Source: an optimization exercise on an open RTL-to-GDS flow (aim: small area, a short achievable clock period and few clock cycles). Production flows keep margins and buffers that such runs may drop.
Only simulation tests tie the RTL to the original design; equivalence was not proved.

==> run F <==
==> flow/design.v (excerpt) <==
module resampler (
    input  wire        clk,
    input  wire        rst,         
    input  wire        cmd_valid,
    input  wire        cmd_op,      
    input  wire [23:0] cmd_x,       
    input  wire [31:0] cmd_t,       
    output wire        cmd_ready,
    output reg         out_valid,
    output reg  [23:0] out_y,       
    output reg         out_sat,
    output reg         out_err
);
    integer p, q, j;
    reg        rdy;
    reg        c_v;
    reg        c_op;
    reg [23:0] c_x;
    reg [31:0] c_t;
    reg        cl;         
    assign cmd_ready = rdy;
    wire take   = cmd_valid && rdy && !rst;
    wire c_push = c_v && !c_op;
    wire c_comp = c_v && c_op && !cl;      
    wire c_leave = c_push || c_comp;
    wire push_dec = c_push;                 
    localparam SP = 4;    
    reg [23:0] hx  [0:15+SP];
    reg [31:0] ht  [0:15];
    reg [15:0] vld;
    always @(posedge clk) begin
        if (c_push) begin
            for (p = 0; p < 15 + SP; p = p + 1) hx[p] <= hx[p + 1];
            hx[15 + SP] <= c_x;
            for (p = 0; p < 15; p = p + 1) ht[p] <= ht[p + 1];
            ht[15] <= c_t;
        end
        if (rst)
            vld <= 16'd0;
        else if (c_push)
            vld <= {1'b1, vld[15:1]};
    end
    reg [15:0] match;
    reg        found;
    reg [3:0]  ps;
    reg        s_ok3;
    always @(*) begin
        for (q = 0; q < 16; q = q + 1)
            match[q] = vld[q] && (ht[q] <= c_t);
        found = 1'b0;
        ps    = 4'd0;
        for (q = 0; q < 16; q = q + 1)
            if (match[q]) begin
                found = 1'b1;
                ps    = q[3:0];
  ...
==> flow/config.mk <==
export PLATFORM = sky130hd
export DESIGN_NAME = resampler
export DESIGN_NICKNAME = resampler
export VERILOG_FILES = /design/flow/design.v
export SDC_FILE = /design/flow/constraint.sdc
export NUM_CORES = 4
export LEC_CHECK = 0
export CAP_MARGIN = 40
export CORE_MARGIN = 2
export CORE_UTILIZATION = 50
export PLACE_DENSITY = 0.65
export SLEW_MARGIN = 40
export SYNTH_MEMORY_MAX_BITS = 32768
==> flow/constraint.sdc <==
create_clock -name core_clock -period 24.0 [get_ports {clk}]
set_input_delay 4.8000 -clock core_clock [delete_from_list [all_inputs] [get_ports {clk}]]
set_output_delay 4.8000 -clock core_clock [all_outputs]
set_load 0.01 [all_outputs]
run.sh (not shown) runs the stock make flow with config.mk's settings and CLKGATE_MAP_FILE= SYNTH_SCRIPT=/design/flow/synth_recipe.tcl, a recipe that flattens the netlist after the stock synthesis.
==> inputs of run A, as changes to run F <==
--- a/flow/design.v
+++ b/flow/design.v
@@ -9,11 +9,11 @@
     output reg         out_valid,
     output reg  [23:0] out_y,       
     output reg         out_sat,
     output reg         out_err
 );
-    integer p, q, j;
+    integer p, j, qa, qb, qc, qd, qe, qf;
     reg        rdy;
     reg        c_v;
     reg        c_op;
     reg [23:0] c_x;
     reg [31:0] c_t;
@@ -43,44 +43,45 @@
     reg [15:0] match;
     reg        found;
     reg [3:0]  ps;
     reg        s_ok3;
     always @(*) begin
-        for (q = 0; q < 16; q = q + 1)
-            match[q] = vld[q] && (ht[q] <= c_t);
+        match[2:0] = 3'b000;
+        for (qa = 3; qa < 16; qa = qa + 1)
+            match[qa] = vld[qa] && (ht[qa] <= c_t);
         found = 1'b0;
         ps    = 4'd0;
-        for (q = 0; q < 16; q = q + 1)
-            if (match[q]) begin
+        for (qa = 0; qa < 16; qa = qa + 1)
+            if (match[qa]) begin
                 found = 1'b1;
-                ps    = q[3:0];
+                ps    = qa[3:0];
             end
         s_ok3 = 1'b0;
-        for (q = 3; q <= 11; q = q + 1)
-            if (ps == q[3:0])
-                s_ok3 = vld[q - 3];
+        for (qa = 3; qa <= 11; qa = qa + 1)
+            if (ps == qa[3:0])
+                s_ok3 = vld[qa - 3];
     end
     wire s_err = !(found && s_ok3);
     reg        s1_v, s1_err;
     reg [3:0]  s1_pos;      
     reg [11:3] s1_sel;      
     reg [31:0] s1_u;
     always @(posedge clk) begin
         s1_err <= s_err;
         s1_pos <= ps + SP;
-        for (q = 3; q <= 11; q = q + 1)
-            s1_sel[q] <= (ps == q[3:0]);
+        for (qb = 3; qb <= 11; qb = qb + 1)
+            s1_sel[qb] <= (ps == qb[3:0]);
         s1_u   <= c_t;
         s1_v   <= !rst && c_comp;
     end
     reg [31:0] tlo, thi;
     always @(*) begin
         tlo = 32'd0;
         thi = 32'd0;
-        for (q = 3; q <= 11; q = q + 1) begin
-            tlo = tlo | ({32{s1_sel[q]}} & ht[q]);
-            thi = thi | ({32{s1_sel[q]}} & ht[q + 1]);
+        for (qc = 3; qc <= 11; qc = qc + 1) begin
+            tlo = tlo | ({32{s1_sel[qc]}} & ht[qc]);
+            thi = thi | ({32{s1_sel[qc]}} & ht[qc + 1]);
         end
     end
     wire [31:0] s2_num = s1_u - tlo;
     wire [31:0] s2_den = thi - tlo;
     reg  [7:0]     dv, dph, derr;
@@ -156,18 +157,18 @@
     wire       s1_live_n = c_comp && !s_err;
     reg        dlive;
     reg [3:0]  dpn;
     always @(*) begin
         dlive = 1'b0;
-        for (q = 0; q < 8; q = q + 1) begin
-            if (q == 0 ? s1_v : dout[q - 1]) begin
-                dpn = (q == 0) ? s1_pos : dpos[(q - 1)*4 +: 4];
-                if (((q == 0) ? !s1_err : !derr[q - 1]) && dpn - {3'd0, push_dec} <= 4'd4)
+        for (qd = 0; qd < 8; qd = qd + 1) begin
+            if (qd == 0 ? s1_v : dout[qd - 1]) begin
+                dpn = (qd == 0) ? s1_pos : dpos[(qd - 1)*4 +: 4];
+                if (((qd == 0) ? !s1_err : !derr[qd - 1]) && dpn - {3'd0, push_dec} <= 4'd4)
                     dlive = 1'b1;
             end else begin
-                dpn = dpos[q*4 +: 4];
-                if (dv[q] && !dph[q] && !derr[q] && dpn - {3'd0, push_dec} <= 4'd4)
+                dpn = dpos[qd*4 +: 4];
+                if (dv[qd] && !dph[qd] && !derr[qd] && dpn - {3'd0, push_dec} <= 4'd4)
                     dlive = 1'b1;
             end
         end
     end
     wire [3:0] mq_pos_n = d7_out ? (dpos[7*4 +: 4] - {3'd0, push_dec}) : (mq_pos - {3'd0, push_dec});
@@ -197,14 +198,14 @@
     reg [3:0]  r_pos;
     wire [9:0]  mq_w  = mq_ph ? (10'd512 - {1'b0, mq_mu[8:0]}) : {1'b0, mq_mu[8:0]};
     wire [12:0] mq_we = {2'b00, mq_w, 1'b0};
     reg  [5:0]  r_bn, r_bo, r_bt;
     always @(posedge clk) begin
-        for (q = 0; q < 6; q = q + 1) begin
-            r_bn[q] <= mq_we[2*q + 2] & ~(mq_we[2*q + 1] & mq_we[2*q]);
-            r_bo[q] <= mq_we[2*q + 1] ^ mq_we[2*q];
-            r_bt[q] <= (mq_we[2*q + 2] & ~mq_we[2*q + 1] & ~mq_we[2*q]) | (~mq_we[2*q + 2] & mq_we[2*q + 1] & mq_we[2*q]);
+        for (qe = 0; qe < 6; qe = qe + 1) begin
+            r_bn[qe] <= mq_we[2*qe + 2] & ~(mq_we[2*qe + 1] & mq_we[2*qe]);
+            r_bo[qe] <= mq_we[2*qe + 1] ^ mq_we[2*qe];
+            r_bt[qe] <= (mq_we[2*qe + 2] & ~mq_we[2*qe + 1] & ~mq_we[2*qe]) | (~mq_we[2*qe + 2] & mq_we[2*qe + 1] & mq_we[2*qe]);
         end
     end
     always @(posedge clk) begin
         r_ph  <= mq_ph;
         r_err <= mq_err;
@@ -1617,32 +1618,32 @@
     reg [23:0] i_x1r;
     reg [23:0] i_x2r;
     reg [23:0] i_x3r;
     reg i_v, i_ph, i_err;
     always @(posedge clk) begin
-        for (q = 0; q < 8; q = q + 1) begin
-            i2_bn0[q] <= i2_m0[2*q + 2] & ~(i2_m0[2*q + 1] & i2_m0[2*q]);
-            i2_bo0[q] <= i2_m0[2*q + 1] ^ i2_m0[2*q];
-            i2_bt0[q] <= (i2_m0[2*q + 2] & ~i2_m0[2*q + 1] & ~i2_m0[2*q]) | (~i2_m0[2*q + 2] & i2_m0[2*q + 1] & i2_m0[2*q]);
+        for (qf = 0; qf < 8; qf = qf + 1) begin
+            i2_bn0[qf] <= i2_m0[2*qf + 2] & ~(i2_m0[2*qf + 1] & i2_m0[2*qf]);
+            i2_bo0[qf] <= i2_m0[2*qf + 1] ^ i2_m0[2*qf];
+            i2_bt0[qf] <= (i2_m0[2*qf + 2] & ~i2_m0[2*qf + 1] & ~i2_m0[2*qf]) | (~i2_m0[2*qf + 2] & i2_m0[2*qf + 1] & i2_m0[2*qf]);
         end
         i_x0r <= i_xv0;
-        for (q = 0; q < 9; q = q + 1) begin
-            i2_bn1[q] <= i2_m1[2*q + 2] & ~(i2_m1[2*q + 1] & i2_m1[2*q]);
-            i2_bo1[q] <= i2_m1[2*q + 1] ^ i2_m1[2*q];
-            i2_bt1[q] <= (i2_m1[2*q + 2] & ~i2_m1[2*q + 1] & ~i2_m1[2*q]) | (~i2_m1[2*q + 2] & i2_m1[2*q + 1] & i2_m1[2*q]);
+        for (qf = 0; qf < 9; qf = qf + 1) begin
+            i2_bn1[qf] <= i2_m1[2*qf + 2] & ~(i2_m1[2*qf + 1] & i2_m1[2*qf]);
+            i2_bo1[qf] <= i2_m1[2*qf + 1] ^ i2_m1[2*qf];
+            i2_bt1[qf] <= (i2_m1[2*qf + 2] & ~i2_m1[2*qf + 1] & ~i2_m1[2*qf]) | (~i2_m1[2*qf + 2] & i2_m1[2*qf + 1] & i2_m1[2*qf]);
         end
         i_x1r <= i_xv1;
-        for (q = 0; q < 11; q = q + 1) begin
-            i2_bn2[q] <= i2_m2[2*q + 2] & ~(i2_m2[2*q + 1] & i2_m2[2*q]);
-            i2_bo2[q] <= i2_m2[2*q + 1] ^ i2_m2[2*q];
-            i2_bt2[q] <= (i2_m2[2*q + 2] & ~i2_m2[2*q + 1] & ~i2_m2[2*q]) | (~i2_m2[2*q + 2] & i2_m2[2*q + 1] & i2_m2[2*q]);
+        for (qf = 0; qf < 11; qf = qf + 1) begin
+            i2_bn2[qf] <= i2_m2[2*qf + 2] & ~(i2_m2[2*qf + 1] & i2_m2[2*qf]);
+            i2_bo2[qf] <= i2_m2[2*qf + 1] ^ i2_m2[2*qf];
+            i2_bt2[qf] <= (i2_m2[2*qf + 2] & ~i2_m2[2*qf + 1] & ~i2_m2[2*qf]) | (~i2_m2[2*qf + 2] & i2_m2[2*qf + 1] & i2_m2[2*qf]);
         end
         i_x2r <= i_xv2;
-        for (q = 0; q < 12; q = q + 1) begin
-            i2_bn3[q] <= i2_m3[2*q + 2] & ~(i2_m3[2*q + 1] & i2_m3[2*q]);
-            i2_bo3[q] <= i2_m3[2*q + 1] ^ i2_m3[2*q];
-            i2_bt3[q] <= (i2_m3[2*q + 2] & ~i2_m3[2*q + 1] & ~i2_m3[2*q]) | (~i2_m3[2*q + 2] & i2_m3[2*q + 1] & i2_m3[2*q]);
+        for (qf = 0; qf < 12; qf = qf + 1) begin
+            i2_bn3[qf] <= i2_m3[2*qf + 2] & ~(i2_m3[2*qf + 1] & i2_m3[2*qf]);
+            i2_bo3[qf] <= i2_m3[2*qf + 1] ^ i2_m3[2*qf];
+            i2_bt3[qf] <= (i2_m3[2*qf + 2] & ~i2_m3[2*qf + 1] & ~i2_m3[2*qf]) | (~i2_m3[2*qf + 2] & i2_m3[2*qf + 1] & i2_m3[2*qf]);
         end
         i_x3r <= i_xv3;
         i_ph  <= i1_ph;
         i_err <= i1_err;
         i_v   <= !rst && i1_v;
==> flow/flow/run.sh (new file) <==
#!/bin/bash
# The standard layout (the standard.sh: standard synthesis, then ORFS to
# finish), with one change: the buffers that global placement puts on every
# input and output port are sky130_fd_sc_hd__buf_4 instead of the cell
# buffer_ports picks by itself (a slow clkdlybuf4s50_1).
set -euo pipefail
export BUFFER_PORTS_ARGS="-buffer_cell sky130_fd_sc_hd__buf_4"
bash standard.sh synth > synth.log 2>&1
bash standard.sh > layout.log 2>&1
==> flow/standard.sh (new file) <==
#!/bin/bash
# synth_recipe.tcl (not shown) runs the flow's synth.tcl, then flattens the netlist and writes it again
# the make line also repeats each setting of config.mk as NAME=value (left out here)
make -C /OpenROAD-flow-scripts/flow DESIGN_CONFIG=/design/flow/config.mk WORK_HOME=/design/flow/orfs CLKGATE_MAP_FILE= SYNTH_SCRIPT=/design/flow/synth_recipe.tcl "${@:-finish}"
removed: flow/run.sh
==> summary of the runs <==
Between run A and run F, the lower non-clock buffer count is in run F (gap 4).
Against run F, the design area of run A is smaller by 2.3%.
In run F the via count is larger than in run A, by 1.4%.
In critical path depth, run F and run A do not differ.
Testbench counts of run F, summed over its fixed seeds: cycles 5,154.
Testbench counts of run A, summed over its fixed seeds: cycles 5,154.

---

==> wip/lagoon <==
Another version of the RTL of resampler (not shown whole).
Settings: LEC_CHECK=0, CAP_MARGIN=40, CORE_MARGIN=2, CORE_UTILIZATION=60, PLACE_DENSITY=0.72, SLEW_MARGIN=40, SYNTH_MEMORY_MAX_BITS=32768; clock period 24.0 ns.
standard.sh (not shown) runs the stock make flow with config.mk's settings and CLKGATE_MAP_FILE= SYNTH_SCRIPT=/design/flow/synth_recipe.tcl, a recipe that flattens the netlist after the stock synthesis.
==> flow/flow/run.sh <==
#!/bin/bash
# The standard layout (the standard.sh: standard synthesis, then ORFS to
# finish), with two changes, each in its own step:
#  - the buffers that global placement puts on every input and output port
#    are sky130_fd_sc_hd__buf_4 instead of the cell buffer_ports picks by
#    itself (a slow clkdlybuf4s50_1);
#  - after the floorplan, the flip-flops that drive the output ports get the
#    strongest drive of their cell (dfxtp_4), see upsize_out.tcl.
# Each step's full output goes to a log file of its own in this folder.
set -euo pipefail
export BUFFER_PORTS_ARGS="-buffer_cell sky130_fd_sc_hd__buf_4"
RESULTS=orfs/results/${FLOW_PLATFORM}/resampler/base
bash standard.sh synth > synth.log 2>&1
bash standard.sh floorplan > floorplan.log 2>&1
LIB=${FLOW_HOME}/platforms/${FLOW_PLATFORM}/lib/sky130_fd_sc_hd__tt_025C_1v80.lib \
ODB=${RESULTS}/2_floorplan.odb \
  openroad -no_init -exit flow/upsize_out.tcl > upsize.log 2>&1
bash standard.sh > layout.log 2>&1
==> flow/flow/upsize_out.tcl <==
# Gives the flip-flops that drive the output ports the strongest drive of their
# cell (sky130_fd_sc_hd__dfxtp_1/2 -> dfxtp_4), before placement.
read_liberty $::env(LIB)
read_db $::env(ODB)
set n 0
foreach port [get_ports -filter "direction == output"] {
  set net [get_nets [get_full_name $port]]
  foreach src [get_pins -of_objects $net -filter "direction == output"] {
    set ff [get_cells -of_objects $src]
    set master [get_property $ff ref_name]
    if {[string match "sky130_fd_sc_hd__dfxtp_*" $master] && $master ne "sky130_fd_sc_hd__dfxtp_4"} {
      replace_cell $ff sky130_fd_sc_hd__dfxtp_4
      incr n
    }
  }
}
puts "upsized $n flip-flops that drive output ports"
write_db $::env(ODB)
==> inputs of wip/tundra, as changes to wip/lagoon <==
==> flow/flow/run.sh (replaced) <==
#!/bin/bash
# The standard layout (the standard.sh: standard synthesis, then ORFS to
# finish), with one change: the buffers that global placement puts on every
# input and output port are sky130_fd_sc_hd__buf_4 instead of the cell
# buffer_ports picks by itself (a slow clkdlybuf4s50_1).
set -euo pipefail
export BUFFER_PORTS_ARGS="-buffer_cell sky130_fd_sc_hd__buf_4"
bash standard.sh synth > synth.log 2>&1
bash standard.sh > layout.log 2>&1
removed: flow/flow/upsize_out.tcl
==> qor summary <==
metric	wip/lagoon	wip/tundra
R2R setup slack	18.18 ns	17.99 ns
Total global-route track usage	47.6%	48.4%
Fin Clk Skew	0.0824 ns	0.0824 ns
Worst reg2reg endpoint	r_h3[16]	r_d3[11]
Average via count per standard cell	7.08	7.15
Number of detailed-routing iterations run before antenna repair	13	17
Run status	timing/DRC/antenna clean	timing/DRC/antenna clean
Largest net degree at the start of global routing	112	170
Layout cell share with drive strength beyond 1	7.89%	7.62%
Fraction of area in multi-input gates	56.0%	56.0%
Final Instance Area	198000 sq um	198000 sq um
Met3 track demand over resource in global routing	18.2%	18.8%
Sequential cell area	61700 sq um	61600 sq um
Worst-case setup margin in the final layout	17.81 ns	17.76 ns
Area growth syn-to-layout	8.42%	8.32%
Cell with the largest stage delay on the worst path	dfxtp_4	dfxtp_1
Slew of the pin with the lowest slew margin	1.23 ns	1.28 ns
Average wire per standard cell	33.4 um	34.0 um
Largest stage delay on the critical path	0.33 ns	0.38 ns
Core occupancy in the finished layout	65.4%	65.3%
Worst hold slack	0.323 ns	0.327 ns
Testbench counts of wip/lagoon, summed over its fixed seeds: cycles 5,154.
Testbench counts of wip/tundra, summed over its fixed seeds: cycles 5,154.

## afterwards: timing with drivers on the ports
The results above use ideal ports. As a check the final layouts listed here were re-extracted and re-timed, cells and wires unchanged. Step 1 (the two cells are an assumption about what drives the block):
set clk [get_ports {clk}]
set_driving_cell -lib_cell sky130_fd_sc_hd__clkbuf_16 $clk
set_driving_cell -lib_cell sky130_fd_sc_hd__buf_2 [delete_from_list [all_inputs] $clk]
Step 2 adds t to the input delays and takes it off the output delays; t is the mean of the earliest and latest rising clock arrival at the registers after step 1. Input paths then give back, and output paths get back, about the clock's delay inside the block. Slacks: no drivers / after step 1 / after step 2; pairs: no drivers / after step 1.
run | t (ns) | setup WS [ns] | clock arrival spread, ns | pins driven straight from the clock port
run F | 1.034 | 17.242 / 17.134 / 17.863 | 0.085 / 0.085 | 1
run A | 1.068 | 17.592 / 17.466 / 17.585 | 0.148 / 0.148 | 1
wip/lagoon | 1.022 | 17.807 / 17.690 / 17.530 | 0.094 / 0.093 | 1
wip/tundra | 1.060 | 17.756 / 17.635 / 17.379 | 0.100 / 0.100 | 1
After both steps every run listed still meets setup and hold. The setup slack of wip/tundra, which loses most, moves by -0.121 ns with the drivers and by -0.377 ns with both steps.
